From an optimization exercise on the open Yosys and OpenROAD flow, aimed at small area, a short achievable clock period and few clock cycles per item; shortcuts taken in it are not production practice.
Function was checked by simulation only, so behaviour that the tests miss may differ from the original.
No driver is modelled on the clock port, so clocking that relies on it looks cheaper here than on a real chip.

==> flow/design.v (outline; a module is shown in full before it is edited, if it fits) <==
// module comp_blend: 301 lines
// module comp_blend_bc: 831 lines
// module comp_blend_ba: 504 lines
// module comp_blend_am: 478 lines
module comp_blend (
    input  wire         clk,
    input  wire         rst,          
    input  wire         in_valid,
    output wire         in_ready,
    input  wire [7:0]   l_en,         
    input  wire [63:0]  z_order,      
    input  wire [79:0]  g_alpha,      
    input  wire [35:0]  bg_colour,    
    input  wire [9:0]   bg_alpha,     
    input  wire [1:0]   depth_sel,    
    input  wire [1:0]   rot,          
    input  wire [2:0]   x_lo,         
    input  wire [2:0]   y_lo,         
    input  wire [287:0] l_colour,     
    input  wire [79:0]  l_alpha,      
    input  wire [7:0]   l_inside,     
    output wire         out_valid,
    input  wire         out_ready,
    output reg  [11:0]  out_c0,       
    output reg  [11:0]  out_c1,       
    output reg  [11:0]  out_c2,       
    output reg  [9:0]   out_alpha,    
    output reg  [9:0]   out_key       
);
  // ...
==> flow/flow/run.sh <==
#!/bin/bash
set -euo pipefail
here=$(cd "$(dirname "$0")" && pwd)
export BUFFER_PORTS_ARGS="-buffer_cell sky130_fd_sc_hd__buf_1"
export POST_CTS_TCL="$here/post_cts.tcl"
bash standard.sh finish > standard.log 2>&1
==> flow/flow/post_cts.tcl <==
# Extra setup repair after clock tree synthesis (sourced by ORFS's cts.tcl).
estimate_parasitics -placement
puts "post_cts: worst slack before [sta::worst_slack -max]"
repair_timing -setup -setup_margin 38.4 -skip_last_gasp -verbose
set result [catch { detailed_placement } msg]
if { $result != 0 } {
  error "Detailed placement failed after the extra repair: $msg"
}
check_placement -verbose
estimate_parasitics -placement
puts "post_cts: worst slack after [sta::worst_slack -max]"
==> flow/standard.sh <==
#!/bin/bash
# synth_recipe.tcl (not shown) runs the flow's synth.tcl, then flattens the netlist and writes it again
# the make line also repeats each setting of config.mk as NAME=value (left out here)
make -C /OpenROAD-flow-scripts/flow DESIGN_CONFIG=/design/flow/config.mk WORK_HOME=/design/flow/orfs CLKGATE_MAP_FILE= SYNTH_SCRIPT=/design/flow/synth_recipe.tcl "${@:-finish}"
==> flow/config.mk <==
export PLATFORM = sky130hd
export DESIGN_NAME = comp_blend
export DESIGN_NICKNAME = comp_blend
export VERILOG_FILES = /design/flow/design.v
export SDC_FILE = /design/flow/constraint.sdc
export NUM_CORES = 4
export LEC_CHECK = 0
export CAP_MARGIN = 20
export CORE_MARGIN = 2
export CORE_UTILIZATION = 40
export SETUP_SLACK_MARGIN = 4
export SLEW_MARGIN = 20
==> flow/constraint.sdc <==
create_clock -name core_clock -period 50.0 [get_ports {clk}]
set_input_delay 10.0000 -clock core_clock [delete_from_list [all_inputs] [get_ports {clk}]]
set_output_delay 10.0000 -clock core_clock [all_outputs]
set_load 0.01 [all_outputs]
==> results.toml, run 1 <==
[status]
status = "timing/DRC/antenna clean"

[global_routing]
top_usage_layer = "met2"
use_met3_pct = 5.81
grt_max_degree = 77

[detailed_routing]
wl_met2_um = 93800
drcViolationCount = 0
vias = 45400
drt_wl_total_um = 197000

[logic_synthesis]
synthDistinctLibCells = 98
synth.top_cell.area_share_pct = 21.4
synthCells = 5453
synth_area_per_cell_um2 = 9.35
synthMuxAreaShare_pct = 0.959
synth.area.top_cells = "fa_1, edfxtp_1, ha_1"

[die]
core-area_um2 = 127000
dieArea_um2 = 130000

[critical_path]
end_kind = "output port"

[cells_and_area]
final_area_um2 = 57800
num_antenna_cells = 25
multi_input_area_um2 = 36400
seq_area_share_pct = 19.0
buffers = 763
comb.multi_input.count = 3962
area_growth_pct = 13.3
drive_gt1_share_pct = 7.33

[sta]
max_freq_ghz = 0.0832
fin_crit_ps = 12030
period_share_pct = 24.1
setup_tns_ps = 0

[clock_tree]
clock-sinks = 383

[placement]
dp_hpwl_um = 151000
dp_slack_ps = 35990
place_area_um2 = 55200

[min_path]
worstHoldStart = "p1c[34]"
Testbench counts, summed over its fixed seeds: cycles 6,242, items 2,400.
==> module comp_blend, before the edit <==
module comp_blend (
    input  wire         clk,
    input  wire         rst,          
    input  wire         in_valid,
    output wire         in_ready,
    input  wire [7:0]   l_en,         
    input  wire [63:0]  z_order,      
    input  wire [79:0]  g_alpha,      
    input  wire [35:0]  bg_colour,    
    input  wire [9:0]   bg_alpha,     
    input  wire [1:0]   depth_sel,    
    input  wire [1:0]   rot,          
    input  wire [2:0]   x_lo,         
    input  wire [2:0]   y_lo,         
    input  wire [287:0] l_colour,     
    input  wire [79:0]  l_alpha,      
    input  wire [7:0]   l_inside,     
    output wire         out_valid,
    input  wire         out_ready,
    output reg  [11:0]  out_c0,       
    output reg  [11:0]  out_c1,       
    output reg  [11:0]  out_c2,       
    output reg  [9:0]   out_alpha,    
    output reg  [9:0]   out_key       
);
    function [5:0] dmat;
        input [2:0] u;
        input [2:0] w;
        reg [47:0] row;
        begin
            case (w)
                3'd0: row = {6'd42, 6'd10, 6'd34, 6'd2,  6'd40, 6'd8,  6'd32, 6'd0 };
                3'd1: row = {6'd26, 6'd58, 6'd18, 6'd50, 6'd24, 6'd56, 6'd16, 6'd48};
                3'd2: row = {6'd38, 6'd6,  6'd46, 6'd14, 6'd36, 6'd4,  6'd44, 6'd12};
                3'd3: row = {6'd22, 6'd54, 6'd30, 6'd62, 6'd20, 6'd52, 6'd28, 6'd60};
                3'd4: row = {6'd41, 6'd9,  6'd33, 6'd1,  6'd43, 6'd11, 6'd35, 6'd3 };
                3'd5: row = {6'd25, 6'd57, 6'd17, 6'd49, 6'd27, 6'd59, 6'd19, 6'd51};
                3'd6: row = {6'd37, 6'd5,  6'd45, 6'd13, 6'd39, 6'd7,  6'd47, 6'd15};
                default: row = {6'd21, 6'd53, 6'd29, 6'd61, 6'd23, 6'd55, 6'd31, 6'd63};
            endcase
            dmat = row[u*6 +: 6];
        end
    endfunction
    function [11:0] reduce;
        input [11:0] v;
        input [3:0]  t;
        input [1:0]  dsel;
        reg   [12:0] s;
        begin
            s = {1'b0, v} + {9'd0, t};
            case (dsel)
                2'd1:    reduce = s[12] ? 12'hFFC : {s[11:2], 2'b00};
                2'd2:    reduce = s[12] ? 12'hFF0 : {s[11:4], 4'b0000};
                default: reduce = v;
            endcase
        end
    endfunction
    integer ci, cj, mi, ai, si, sj;
    reg        think;         
    reg        rdy;           
    reg        g1;            
    reg [3:0]  pra, prb;      
    reg        nf;            
    reg [7:0]  cnr;           
    reg [7:0]  done;          
    reg [7:0]  blu [0:7];     
    reg [7:0]  blw [0:7];     
    integer bi, bj;
    always @* begin
        for (bi = 0; bi < 8; bi = bi + 1)
            for (bj = 0; bj < 8; bj = bj + 1)
                blw[bi][bj] = (bi < bj) ? blu[bi][bj] : (bi > bj) ? ~blu[bj][bi] : 1'b0;
    end
    reg        hv;            
    reg [9:0]  hp, hg;
    reg [35:0] hc;
    reg [35:0] bgc;           
    reg [9:0]  bga;
    reg [3:0]  bthr;
    reg [1:0]  bdsel;
    reg        p1v, p1first, p1last;    
    reg [9:0]  p1p, p1g;
    reg [35:0] p1c;
    reg        p2v, p2first, p2last;    
    reg [9:0]  p2a;
    reg [35:0] p2c;
    reg [11:0] d0, d1, d2;    
    reg [9:0]  acc_a;
    reg [3:0]  dthr;
    reg [1:0]  ddsel;
    reg        dv;            
    reg        ov;            
    wire ge3 = (pra[0] & pra[1] & (pra[2] | pra[3])) | (pra[2] & pra[3] & (pra[0] | pra[1])) |
               (prb[0] & (pra[1] | pra[2] | pra[3])) | (prb[1] & (pra[0] | pra[2] | pra[3])) |
               (prb[2] & (pra[0] | pra[1] | pra[3])) | (prb[3] & (pra[0] | pra[1] | pra[2]));
    wire acc = rdy | (g1 & ~ge3);
    assign in_ready  = acc;
    assign out_valid = ov;
    wire stall = dv & ov & p2v & p2first;
    wire mv    = dv & ~ov;
    wire dv_n  = (p2v & p2last & ~stall) | (dv & ~mv);
    wire ov_n  = mv | (ov & ~out_ready);
    wire st_n  = p1v & p1first & dv_n & ov_n;
    wire st_g  = dv_n & ov_n & (stall ? (p2v & p2first) : (p1v & p1first));
    reg [7:0] cand, sel, rem, sel2, rem2;
    always @* begin
        cand = cnr & ~done;
        for (ci = 0; ci < 8; ci = ci + 1) begin
            sel[ci] = cand[ci] & ~think;
            for (cj = 0; cj < 8; cj = cj + 1)
                if (cj != ci && cand[cj] && !blw[ci][cj]) sel[ci] = 1'b0;
        end
        rem = cand & ~sel;
        for (ci = 0; ci < 8; ci = ci + 1) begin
            sel2[ci] = rem[ci] & ~think;
            for (cj = 0; cj < 8; cj = cj + 1)
                if (cj != ci && rem[cj] && !blw[ci][cj]) sel2[ci] = 1'b0;
        end
        rem2 = rem & ~sel2;
    end
    wire rem_le2 = ((rem2 & (rem2 - 8'd1)) == 8'd0);
    reg [9:0]  s1p, s1g, s2p, s2g;
    reg [35:0] s1c, s2c;
    always @* begin
        s1p = 10'd0; s1g = 10'd0; s1c = 36'd0;
        s2p = 10'd0; s2g = 10'd0; s2c = 36'd0;
        for (mi = 0; mi < 8; mi = mi + 1) begin
            s1p = s1p | ({10{sel[mi]}} & l_alpha[10*mi +: 10]);
            s1g = s1g | ({10{sel[mi]}} & g_alpha[10*mi +: 10]);
            s1c = s1c | ({36{sel[mi]}} & l_colour[36*mi +: 36]);
            s2p = s2p | ({10{sel2[mi]}} & l_alpha[10*mi +: 10]);
            s2g = s2g | ({10{sel2[mi]}} & g_alpha[10*mi +: 10]);
            s2c = s2c | ({36{sel2[mi]}} & l_colour[36*mi +: 36]);
        end
    end
    reg [7:0] act_in, opq_in;
    always @* begin
        for (ai = 0; ai < 8; ai = ai + 1) begin
            act_in[ai] = l_en[ai] & l_inside[ai] &
                        (l_alpha[10*ai +: 10] != 10'd0) & (g_alpha[10*ai +: 10] != 10'd0);
            opq_in[ai] = l_en[ai] & l_inside[ai] &
                        (l_alpha[10*ai +: 10] == 10'd1023) & (g_alpha[10*ai +: 10] == 10'd1023);
        end
    end
    function [2:0] le012;
        input [3:0] x;
        begin
            le012[0] = (x == 4'd0);
            le012[1] = ((x & (x - 4'd1)) == 4'd0);
            le012[2] = ~((x[0] & x[1] & (x[2] | x[3])) | (x[2] & x[3] & (x[0] | x[1])));
        end
    endfunction
    reg [7:0] cnd_in;
    reg       cv_in;
    integer   ki, kj;
    always @* begin
        for (ki = 0; ki < 8; ki = ki + 1) begin
            cv_in = 1'b0;
            for (kj = 0; kj < 8; kj = kj + 1)
                if (kj != ki && opq_in[kj] &&
                    ((ki < kj) ? (z_order[8*ki +: 8] <= z_order[8*kj +: 8])
                               : (z_order[8*ki +: 8] <  z_order[8*kj +: 8])))
                    cv_in = 1'b1;
            cnd_in[ki] = act_in[ki] & ~cv_in;
        end
    end
    reg [2:0] du, dw;
    always @* begin
        case (rot)
            2'd0: begin du = x_lo;        dw = y_lo;        end
            2'd1: begin du = 3'd7 - y_lo; dw = x_lo;        end
            2'd2: begin du = 3'd7 - x_lo; dw = 3'd7 - y_lo; end
            default: begin du = y_lo;     dw = 3'd7 - x_lo; end
        endcase
    end
    wire [5:0] m_val = dmat(du, dw);
    reg  [3:0] thr_in;
    always @* begin
        case (depth_sel)
            2'd1:    thr_in = {2'b00, m_val[5:4]};
            2'd2:    thr_in = m_val[5:2];
            default: thr_in = 4'd0;
        endcase
    end
    wire [9:0]  a_new;
    comp_blend_am u_am (.p(p1p), .g(p1g), .a(a_new));
    wire [11:0] din0 = p2first ? bgc[35:24] : d0;
    wire [11:0] din1 = p2first ? bgc[23:12] : d1;
    wire [11:0] din2 = p2first ? bgc[11:0]  : d2;
    wire [9:0]  ain  = p2first ? bga        : acc_a;
    wire [11:0] nd0, nd1, nd2;
    wire [9:0]  nacc;
    comp_blend_bc u_b0 (.din(din0), .c(p2c[35:24]), .a(p2a), .dn(nd0));
    comp_blend_bc u_b1 (.din(din1), .c(p2c[23:12]), .a(p2a), .dn(nd1));
    comp_blend_bc u_b2 (.din(din2), .c(p2c[11:0]),  .a(p2a), .dn(nd2));
    comp_blend_ba u_ba (.ain(ain), .a(p2a), .an(nacc));
    wire [19:0] ky  = {acc_a, 10'd0} - {3'd0, acc_a, 7'd0} - {6'd0, acc_a, 4'd0}
                      - {8'd0, acc_a, 2'd0} + 20'd511;
    wire [10:0] kgs = {1'b0, ky[19:10]} + {1'b0, ky[9:0]} + 11'd1;
    wire [9:0]  key = 10'd64 + ky[19:10] + {9'd0, kgs[10]};
    always @(posedge clk) begin
        if (rst) begin
            think <= 1'b1;
            rdy   <= 1'b0;
            g1    <= 1'b0;
            hv    <= 1'b0;
            p1v   <= 1'b0;
            p2v   <= 1'b0;
            dv    <= 1'b0;
            ov    <= 1'b0;
        end else begin
            if (!stall) begin
                if (think) begin
                    p1v   <= hv;
                    hv    <= 1'b0;
                    think <= ~in_valid;
                    rdy   <= 1'b0;
                end else begin
                    p1v   <= nf | acc | (cand != 8'd0);
                    if (acc) begin
                        think <= 1'b1;
                        rdy   <= 1'b0;
                        hv    <= (rem != 8'd0);
                    end else begin
                        rdy   <= rem_le2 & ~st_n;
                    end
                end
                p2v <= p1v;
            end
            dv <= dv_n;
            g1 <= ~stall & think & in_valid & ~st_g;
            if (mv)
                ov <= 1'b1;
            else if (out_ready)
                ov <= 1'b0;
        end
    end
    always @(posedge clk) begin
        cnr <= cnd_in;
        for (si = 0; si < 4; si = si + 1) begin
            pra[si] <= cnd_in[2*si] | cnd_in[2*si+1];
            prb[si] <= cnd_in[2*si] & cnd_in[2*si+1];
        end
        for (si = 0; si < 8; si = si + 1)
            for (sj = si + 1; sj < 8; sj = sj + 1)
                blu[si][sj] <= (z_order[8*si +: 8] <= z_order[8*sj +: 8]);
    end
    always @(posedge clk) begin
        if (!stall) begin
            if (think) begin
                p1first <= 1'b0;
                p1last  <= 1'b1;
                p1p     <= hp;
                p1g     <= hg;
                p1c     <= hc;
                nf      <= 1'b1;
                done    <= 8'd0;
            end else begin
                p1first <= nf;
                p1last  <= acc & (rem == 8'd0);
                p1p     <= s1p;
                p1g     <= s1g;
                p1c     <= s1c;
                done    <= done | sel;
                nf      <= 1'b0;
                if (nf) begin
                    bgc   <= bg_colour;
                    bga   <= bg_alpha;
                    bthr  <= thr_in;
                    bdsel <= depth_sel;
                end
                if (acc) begin
                    hp    <= s2p;
                    hg    <= s2g;
                    hc    <= s2c;
                end
            end
            p2first <= p1first;
            p2last  <= p1last;
            p2a     <= a_new;
            p2c     <= p1c;
            if (p2v) begin
                d0    <= nd0;
                d1    <= nd1;
                d2    <= nd2;
                acc_a <= nacc;
            end
            if (p2v && p2first) begin
                dthr  <= bthr;
                ddsel <= bdsel;
            end
        end
        if (mv) begin
            out_c0    <= reduce(d0, dthr, ddsel);
            out_c1    <= reduce(d1, dthr, ddsel);
            out_c2    <= reduce(d2, dthr, ddsel);
            out_alpha <= acc_a;
            out_key   <= key;
        end
    end
endmodule
==> run 2: changes to the inputs <==
--- a/flow/design.v
+++ b/flow/design.v
@@ -42,18 +42,4 @@
         end
     endfunction
-    function [11:0] reduce;
-        input [11:0] v;
-        input [3:0]  t;
-        input [1:0]  dsel;
-        reg   [12:0] s;
-        begin
-            s = {1'b0, v} + {9'd0, t};
-            case (dsel)
-                2'd1:    reduce = s[12] ? 12'hFFC : {s[11:2], 2'b00};
-                2'd2:    reduce = s[12] ? 12'hFF0 : {s[11:4], 4'b0000};
-                default: reduce = v;
-            endcase
-        end
-    endfunction
     integer ci, cj, mi, ai, si, sj;
     reg        think;         
@@ -195,8 +181,10 @@
     comp_blend_bc u_b2 (.din(din2), .c(p2c[11:0]),  .a(p2a), .dn(nd2));
     comp_blend_ba u_ba (.ain(ain), .a(p2a), .an(nacc));
-    wire [19:0] ky  = {acc_a, 10'd0} - {3'd0, acc_a, 7'd0} - {6'd0, acc_a, 4'd0}
-                      - {8'd0, acc_a, 2'd0} + 20'd511;
-    wire [10:0] kgs = {1'b0, ky[19:10]} + {1'b0, ky[9:0]} + 11'd1;
-    wire [9:0]  key = 10'd64 + ky[19:10] + {9'd0, kgs[10]};
+    wire [9:0]  key;
+    comp_blend_key u_key (.acc(acc_a), .key(key));
+    wire [11:0] dt0, dt1, dt2;
+    comp_blend_dt u_dt0 (.v(d0), .t(dthr), .dsel(ddsel), .o(dt0));
+    comp_blend_dt u_dt1 (.v(d1), .t(dthr), .dsel(ddsel), .o(dt1));
+    comp_blend_dt u_dt2 (.v(d2), .t(dthr), .dsel(ddsel), .o(dt2));
     always @(posedge clk) begin
         if (rst) begin
@@ -292,7 +280,7 @@
         end
         if (mv) begin
-            out_c0    <= reduce(d0, dthr, ddsel);
-            out_c1    <= reduce(d1, dthr, ddsel);
-            out_c2    <= reduce(d2, dthr, ddsel);
+            out_c0    <= dt0;
+            out_c1    <= dt1;
+            out_c2    <= dt2;
             out_alpha <= acc_a;
             out_key   <= key;
@@ -2113,2 +2101,265 @@
     assign a = {w_470, w_469, w_468, w_467, w_466, w_465, w_464, w_463, w_462, w_461};
 endmodule
+module comp_blend_key (
+    input  wire [9:0] acc,
+    output wire [9:0] key
+);
+    wire w_0 = ~acc[0] ^ ~acc[3];
+    wire w_1 = ~acc[0] & ~acc[3];
+    wire w_2 = ~acc[1] ^ ~acc[4];
+    wire w_3 = ~acc[1] & ~acc[4];
+    wire w_4 = ~acc[2] ^ ~acc[5] ^ ~acc[7];
+    wire w_5 = (~acc[2] & ~acc[5]) | (~acc[7] & (~acc[2] ^ ~acc[5]));
+    wire w_6 = acc[0] ^ ~acc[3] ^ ~acc[6];
+    wire w_7 = (acc[0] & ~acc[3]) | (~acc[6] & (acc[0] ^ ~acc[3]));
+    wire w_8 = acc[1] ^ ~acc[4] ^ ~acc[7];
+    wire w_9 = (acc[1] & ~acc[4]) | (~acc[7] & (acc[1] ^ ~acc[4]));
+    wire w_10 = acc[2] ^ ~acc[5] ^ ~acc[8];
+    wire w_11 = (acc[2] & ~acc[5]) | (~acc[8] & (acc[2] ^ ~acc[5]));
+    wire w_12 = acc[3] ^ ~acc[6] ^ ~acc[9];
+    wire w_13 = (acc[3] & ~acc[6]) | (~acc[9] & (acc[3] ^ ~acc[6]));
+    wire w_14 = ~acc[0] ^ ~acc[2];
+    wire w_15 = ~acc[0] & ~acc[2];
+    wire w_16 = ~acc[1] ^ ~acc[3];
+    wire w_17 = ~acc[1] & ~acc[3];
+    wire w_18 = ~acc[2] ^ ~acc[4];
+    wire w_19 = ~acc[2] & ~acc[4];
+    wire w_20 = ~acc[5] ^ 1'b1 ^ w_0;
+    wire w_21 = (~acc[5] & 1'b1) | (w_0 & (~acc[5] ^ 1'b1));
+    wire w_22 = ~acc[6] ^ w_1 ^ w_2;
+    wire w_23 = (~acc[6] & w_1) | (w_2 & (~acc[6] ^ w_1));
+    wire w_24 = 1'b1 ^ w_3 ^ w_4;
+    wire w_25 = (1'b1 & w_3) | (w_4 & (1'b1 ^ w_3));
+    wire w_26 = ~acc[8] ^ w_5 ^ w_6;
+    wire w_27 = (~acc[8] & w_5) | (w_6 & (~acc[8] ^ w_5));
+    wire w_28 = ~acc[9] ^ w_7 ^ w_8;
+    wire w_29 = (~acc[9] & w_7) | (w_8 & (~acc[9] ^ w_7));
+    wire w_30 = 1'b1 ^ w_9 ^ w_10;
+    wire w_31 = (1'b1 & w_9) | (w_10 & (1'b1 ^ w_9));
+    wire w_32 = 1'b1 ^ w_11 ^ w_12;
+    wire w_33 = (1'b1 & w_11) | (w_12 & (1'b1 ^ w_11));
+    wire w_34 = acc[4] ^ ~acc[7] ^ w_13;
+    wire w_35 = (acc[4] & ~acc[7]) | (w_13 & (acc[4] ^ ~acc[7]));
+    wire w_36 = acc[5] ^ ~acc[8] ^ 1'b1;
+    wire w_37 = (acc[5] & ~acc[8]) | (1'b1 & (acc[5] ^ ~acc[8]));
+    wire w_38 = acc[6] ^ ~acc[9] ^ 1'b1;
+    wire w_39 = (acc[6] & ~acc[9]) | (1'b1 & (acc[6] ^ ~acc[9]));
+    wire w_40 = 1'b1 & w_14;
+    wire w_41 = 1'b1 ^ w_14;
+    wire w_42 = w_16 & w_15;
+    wire w_43 = w_16 ^ w_15;
+    wire w_44 = w_18 & w_17;
+    wire w_45 = w_18 ^ w_17;
+    wire w_46 = w_20 & w_19;
+    wire w_47 = w_20 ^ w_19;
+    wire w_48 = w_22 & w_21;
+    wire w_49 = w_22 ^ w_21;
+    wire w_50 = w_24 & w_23;
+    wire w_51 = w_24 ^ w_23;
+    wire w_52 = w_26 & w_25;
+    wire w_53 = w_26 ^ w_25;
+    wire w_54 = w_28 & w_27;
+    wire w_55 = w_28 ^ w_27;
+    wire w_56 = w_30 & w_29;
+    wire w_57 = w_30 ^ w_29;
+    wire w_58 = w_32 & w_31;
+    wire w_59 = w_32 ^ w_31;
+    wire w_60 = w_34 & w_33;
+    wire w_61 = w_34 ^ w_33;
+    wire w_62 = w_36 & w_35;
+    wire w_63 = w_36 ^ w_35;
+    wire w_64 = w_38 & w_37;
+    wire w_65 = w_38 ^ w_37;
+    wire w_66 = acc[7] & w_39;
+    wire w_67 = acc[7] ^ w_39;
+    wire w_68 = acc[8] & 1'b1;
+    wire w_69 = acc[8] ^ 1'b1;
+    wire w_70 = acc[9] & 1'b1;
+    wire w_71 = acc[9] ^ 1'b1;
+    wire w_72 = 1'b1 & 1'b1;
+    wire w_73 = ~acc[1] & ~acc[0];
+    wire w_74 = w_42 | (w_43 & w_40);
+    wire w_75 = w_43 & w_41;
+    wire w_76 = w_46 | (w_47 & w_44);
+    wire w_77 = w_47 & w_45;
+    wire w_78 = w_50 | (w_51 & w_48);
+    wire w_79 = w_51 & w_49;
+    wire w_80 = w_54 | (w_55 & w_52);
+    wire w_81 = w_55 & w_53;
+    wire w_82 = w_58 | (w_59 & w_56);
+    wire w_83 = w_59 & w_57;
+    wire w_84 = w_62 | (w_63 & w_60);
+    wire w_85 = w_63 & w_61;
+    wire w_86 = w_66 | (w_67 & w_64);
+    wire w_87 = w_67 & w_65;
+    wire w_88 = w_70 | (w_71 & w_68);
+    wire w_89 = w_71 & w_69;
+    wire w_90 = ~acc[0] & w_72;
+    wire w_91 = w_73 & w_72;
+    wire w_92 = w_44 | (w_45 & w_74);
+    wire w_93 = w_45 & w_75;
+    wire w_94 = w_76 | (w_77 & w_74);
+    wire w_95 = w_77 & w_75;
+    wire w_96 = w_52 | (w_53 & w_78);
+    wire w_97 = w_53 & w_79;
+    wire w_98 = w_80 | (w_81 & w_78);
+    wire w_99 = w_81 & w_79;
+    wire w_100 = w_60 | (w_61 & w_82);
+    wire w_101 = w_61 & w_83;
+    wire w_102 = w_84 | (w_85 & w_82);
+    wire w_103 = w_85 & w_83;
+    wire w_104 = w_68 | (w_69 & w_86);
+    wire w_105 = w_69 & w_87;
+    wire w_106 = w_88 | (w_89 & w_86);
+    wire w_107 = w_89 & w_87;
+    wire w_108 = w_41 & w_91;
+    wire w_109 = w_75 & w_91;
+    wire w_110 = w_93 & w_91;
+    wire w_111 = w_95 & w_91;
+    wire w_112 = w_56 | (w_57 & w_98);
+    wire w_113 = w_57 & w_99;
+    wire w_114 = w_82 | (w_83 & w_98);
+    wire w_115 = w_83 & w_99;
+    wire w_116 = w_100 | (w_101 & w_98);
+    wire w_117 = w_101 & w_99;
+    wire w_118 = w_102 | (w_103 & w_98);
+    wire w_119 = w_103 & w_99;
+    wire w_120 = w_48 | (w_49 & w_94);
+    wire w_121 = w_49 & w_111;
+    wire w_122 = w_78 | (w_79 & w_94);
+    wire w_123 = w_79 & w_111;
+    wire w_124 = w_96 | (w_97 & w_94);
+    wire w_125 = w_97 & w_111;
+    wire w_126 = w_98 | (w_99 & w_94);
+    wire w_127 = w_99 & w_111;
+    wire w_128 = w_112 | (w_113 & w_94);
+    wire w_129 = w_113 & w_111;
+    wire w_130 = w_114 | (w_115 & w_94);
+    wire w_131 = w_115 & w_111;
+    wire w_132 = w_116 | (w_117 & w_94);
+    wire w_133 = w_117 & w_111;
+    wire w_134 = w_118 | (w_119 & w_94);
+    wire w_135 = w_119 & w_111;
+    wire w_136 = w_64 | (w_65 & w_134);
+    wire w_137 = w_65 & w_135;
+    wire w_138 = w_86 | (w_87 & w_134);
+    wire w_139 = w_87 & w_135;
+    wire w_140 = w_104 | (w_105 & w_134);
+    wire w_141 = w_105 & w_135;
+    wire w_142 = w_106 | (w_107 & w_134);
+    wire w_143 = w_107 & w_135;
+    wire w_144 = w_43 ^ w_40;
+    wire w_145 = w_45 ^ w_74;
+    wire w_146 = w_47 ^ w_92;
+    wire w_147 = w_49 ^ w_94;
+    wire w_148 = w_51 ^ w_120;
+    wire w_149 = w_53 ^ w_122;
+    wire w_150 = w_55 ^ w_124;
+    wire w_151 = w_57 ^ w_126;
+    wire w_152 = w_59 ^ w_128;
+    wire w_153 = w_61 ^ w_130;
+    wire w_154 = w_63 ^ w_132;
+    wire w_155 = w_65 ^ w_134;
+    wire w_156 = w_67 ^ w_136;
+    wire w_157 = w_69 ^ w_138;
+    wire w_158 = w_71 ^ w_140;
+    wire w_159 = w_149 & 1'b1;
+    wire w_160 = w_149 | 1'b1;
+    wire w_161 = w_150 & 1'b1;
+    wire w_162 = w_150 | 1'b1;
+    wire w_163 = w_151 & ~acc[0];
+    wire w_164 = w_151 | ~acc[0];
+    wire w_165 = w_152 & ~acc[1];
+    wire w_166 = w_152 | ~acc[1];
+    wire w_167 = w_153 & w_41;
+    wire w_168 = w_153 | w_41;
+    wire w_169 = w_154 & w_144;
+    wire w_170 = w_154 | w_144;
+    wire w_171 = w_155 & w_145;
+    wire w_172 = w_155 | w_145;
+    wire w_173 = w_156 & w_146;
+    wire w_174 = w_156 | w_146;
+    wire w_175 = w_157 & w_147;
+    wire w_176 = w_157 | w_147;
+    wire w_177 = w_158 & w_148;
+    wire w_178 = w_158 | w_148;
+    wire w_179 = w_159 | (w_160 & 1'b1);
+    wire w_180 = w_161 | (w_162 & w_179);
+    wire w_181 = w_162 & w_160;
+    wire w_182 = w_165 | (w_166 & w_163);
+    wire w_183 = w_166 & w_164;
+    wire w_184 = w_169 | (w_170 & w_167);
+    wire w_185 = w_170 & w_168;
+    wire w_186 = w_173 | (w_174 & w_171);
+    wire w_187 = w_174 & w_172;
+    wire w_188 = w_177 | (w_178 & w_175);
+    wire w_189 = w_178 & w_176;
+    wire w_190 = w_182 | (w_183 & w_180);
+    wire w_191 = w_183 & w_181;
+    wire w_192 = w_186 | (w_187 & w_184);
+    wire w_193 = w_187 & w_185;
+    wire w_194 = w_192 | (w_193 & w_190);
+    wire w_195 = w_193 & w_191;
+    wire w_196 = w_188 | (w_189 & w_194);
+    wire w_197 = w_189 & w_195;
+    wire w_198 = w_149 ^ w_196;
+    wire w_199 = w_149 & w_196;
+    wire w_200 = w_150 ^ w_199;
+    wire w_201 = w_150 & w_199;
+    wire w_202 = w_151 ^ w_201;
+    wire w_203 = w_151 & w_201;
+    wire w_204 = w_152 ^ w_203;
+    wire w_205 = w_152 & w_203;
+    wire w_206 = w_153 ^ w_205;
+    wire w_207 = w_153 & w_205;
+    wire w_208 = w_154 ^ w_207;
+    wire w_209 = w_154 & w_207;
+    wire w_210 = w_155 ^ 1'b1 ^ w_209;
+    wire w_211 = (w_155 & 1'b1) | (w_209 & (w_155 ^ 1'b1));
+    wire w_212 = w_156 ^ w_211;
+    wire w_213 = w_156 & w_211;
+    wire w_214 = w_157 ^ w_213;
+    wire w_215 = w_157 & w_213;
+    wire w_216 = w_158 ^ w_215;
+    wire w_217 = w_158 & w_215;
+    assign key = {w_216, w_214, w_212, w_210, w_208, w_206, w_204, w_202, w_200, w_198};
+endmodule
+module comp_blend_dt (
+    input  wire [11:0] v,
+    input  wire [3:0]  t,
+    input  wire [1:0]  dsel,
+    output reg  [11:0] o
+);
+    wire w_0 = v[0] ^ t[0];
+    wire w_1 = v[0] & t[0];
+    wire w_2 = v[1] ^ t[1] ^ w_1;
+    wire w_3 = (v[1] & t[1]) | (w_1 & (v[1] ^ t[1]));
+    wire w_4 = v[2] ^ t[2] ^ w_3;
+    wire w_5 = (v[2] & t[2]) | (w_3 & (v[2] ^ t[2]));
+    wire w_6 = v[3] ^ t[3] ^ w_5;
+    wire w_7 = (v[3] & t[3]) | (w_5 & (v[3] ^ t[3]));
+    wire w_8 = v[4] ^ w_7;
+    wire w_9 = v[4] & w_7;
+    wire w_10 = v[5] ^ w_9;
+    wire w_11 = v[5] & w_9;
+    wire w_12 = v[6] ^ w_11;
+    wire w_13 = v[6] & w_11;
+    wire w_14 = v[7] ^ w_13;
+    wire w_15 = v[7] & w_13;
+    wire w_16 = v[8] ^ w_15;
+    wire w_17 = v[8] & w_15;
+    wire w_18 = v[9] ^ w_17;
+    wire w_19 = v[9] & w_17;
+    wire w_20 = v[10] ^ w_19;
+    wire w_21 = v[10] & w_19;
+    wire w_22 = v[11] ^ w_21;
+    wire w_23 = v[11] & w_21;
+    wire [12:0] s = {w_23, w_22, w_20, w_18, w_16, w_14, w_12, w_10, w_8, w_6, w_4, w_2, w_0};
+    always @* begin
+        case (dsel)
+            2'd1:    o = s[12] ? 12'hFFC : {s[11:2], 2'b00};
+            2'd2:    o = s[12] ? 12'hFF0 : {s[11:4], 4'b0000};
+            default: o = v;
+        endcase
+    end
+endmodule
==> results.toml, run 2 <==
[global_routing]
grt_pass1_wl_um = 282000
grt-ovfl-total = 0
grt_pass1_vias = 45600
antenna_found_initial = 43
grt_usage_pct = 29.5
grt_max_degree = 76

[logic_synthesis]
synth_area_per_cell_um2 = 9.50
synth-seq-cells = 383
synth-seq-area-share_pct = 21.9
syn-cell-area_um2 = 50000
synth_ff_type = "edfxtp_1"
async_flop_share_pct = 0
yosys.area.top_type = "fa_1"
synth.area.top_cells = "fa_1, edfxtp_1, ha_1"
synth_common_cells = "inv_1, fa_1, ha_1"
synthCells = 5267
ys_warn_count = 4
synth_most_common_cell = "inv_1"
syn_nets = 6950
synth-edff-count = 331
synth.top_cell.area_share_pct = 22.2
synthDistinctLibCells = 82

[sta]
slew_headroom_pct = 20.0
hold_violations = 0
tightest_slew_ps = 1190
setup_tns_ps = 0
rsz0062_at_grt = "no"
finalSetupViolations = 0
fin_crit_ps = 12040
period_share_pct = 24.1
slew_violations = 0
fin_worst_skew_ps = 29.6
max_freq_ghz = 0.0830

[cells_and_area]
layout_common_cells = "inv_1, buf_1, fa_1, ha_1, edfxtp_1"
final_common_cell = "inv_1"
nNetsFinal = 7537
drive_gt1_share_pct = 7.47
area_growth_pct = 13.9

[critical_path]
worst_ep_required_time_ps = 40000
crit_type = "flop to output port"
end_kind = "output port"
cp_slowest_cell = "dfxtp_2"
worstPathCellList = "a22oi_2 -> and3_1 -> nand3_2 -> a221oi_4 -> nor2_4 -> inv_2 -> buf_6"
worst_setup_path_start_kind = "flop"
critPathMaxStageDelay_ps = 340
critPathArrivalTime_ps = 2040
cp_max_fo = 4

[placement]
dp_hpwl_um = 147000
port-buffer-count = 643
gp_congestion = 1.01

[die]
rows = 129
core-area_um2 = 124000
start_util_pct = 40.4
die_w_um = 358
dieArea_um2 = 128000
die_y_um = 358
pin_count = 646

[detailed_routing]
vias = 43800
dr.pass1.iters = 12
drtIter0Drc = 5109
drcViolationCount = 0
viasPerCell = 5.80
wl_per_cell_um = 25.3
drt_wl_total_um = 191000
ant_nets = 0

[clock_tree]
clock_latency_ps = 640
clkTransAtPathRegs_ps = 60
cts_tree = "yes"
clock-sinks = 383

[flow_run]
max-cap-violations = 0

[min_path]
hold_class = "flop to flop"

[status]
status = "timing/DRC/antenna clean"
-- run 2: cell count changes after synthesis, moves of 19 or more --
| cell | delta |
|---|---|
| nor2_1 | -22 |
| buf_2 | -28 |
| nand3_1 | +32 |
| a22oi_1 | -137 |
| nand4_1 | -52 |
| a222oi_1 | +111 |
| a221oi_1 | -19 |
| a22o_1 | -24 |
-- run 2: routing by layer --
metal	vias up	share of wire, %	track usage (%)
li1	19600	-	-
met1	21400	38	34.9
met4	34	7.4	19.7
met3	608	8.3	6.34
met2	2222	47	48.2
met5	-	0.12	0
-- run 2: cell families (layout without fill, tap and decap cells) --
| logic type | count (synthesis) | count (layout) | synth area share (%) |
|---|---|---|---|
| xor+xnor | 153 | 153 | 2.68 |
| buf+inv | 1085 | 1708 | 8.20 |
| flops | 383 | 383 | 21.9 |
| compound gates | 1065 | 1065 | 15.4 |
| mux | 56 | 56 | 1.13 |
| fa+ha+maj | 1102 | 1102 | 35.8 |
| other cells | 0 | 23 | 0 |
| simple gates | 1423 | 1423 | 14.8 |
-- run 2: cell type report --
cell class	instances	area [um2]
clock inverter	32	334
inverter	861	3250
tap	1637	2050
antenna	23	57.6
fill	12100	67000
sequential	383	11000
timing repair buffer	762	3480
multi-input combinational	3799	35600
clock buffer	53	1240
-- run 2: stage by stage --
step / util [%] / std cells / hold slack [ps] / cell area (um2) / setup WS, ps
3_5_place_dp: 43.8 / 7395 / 405 / 54300 / 36990
6_report: 46.0 / 7550 / 403 / 57000 / 37960
5_1_grt: 46.0 / 7544 / 403 / 57000 / 37650
3_3_place_gp: 43.8 / 7395 / 404 / 54300 / 37020
2_1_floorplan: - / 5267 / 400 / 50000 / 37790
-- run 2: critical path, delay by kind of cell (launching register included) --
kind / cells / cell delay, ps
simple gates: 3 / 380
buf+inv: 2 / 190
compound gates: 2 / 510
flops: 1 / 340
-- run 2: worst paths after layout --
| check | end | start | slack, ps | cells past startpoint |
|---|---|---|---|---|
| worst max register to register | d1[11] | p2first | 38300 | 50 |
| worst max-delay path | in_ready | pra[2] | 37960 | 7 |
| worst min-delay path | p2c[17] | p1c[17] | 400 | 0 |
| worst min register to register | p2c[17] | p1c[17] | 400 | 0 |
Testbench counts of run 2, summed over its fixed seeds: cycles 6,242, items 2,400.

==> separate check: timing with driven ports <==
No port has a modelled driver above. Below, the same layouts with a new extraction and two added sets of constraints.
Step 1: set_driving_cell puts a clkbuf_16 on clk and a buf_2 on each other input, an assumption about the parent block.
Step 2 times the ports against the registers' clock, not the clock port: input delays grow and output delays shrink by t, the midpoint of the rising clock arrivals with the driver on.
Three values: no drivers, after step 1, after step 2; two values: the first two.
run | t (ns) | slack for setup (ns) | worst setup path at the end | pins driven straight from the clock port
run 1 | 0.696 | 37.975 / 37.899 / 37.548 | input to register | 1
run 2 | 0.714 | 37.959 / 37.871 / 37.537 | input to register | 1
After both steps setup and hold are still met in every run listed. For run 1, which loses most, drivers alone change the setup slack by -0.076 ns; drivers and shift together by -0.427 ns.
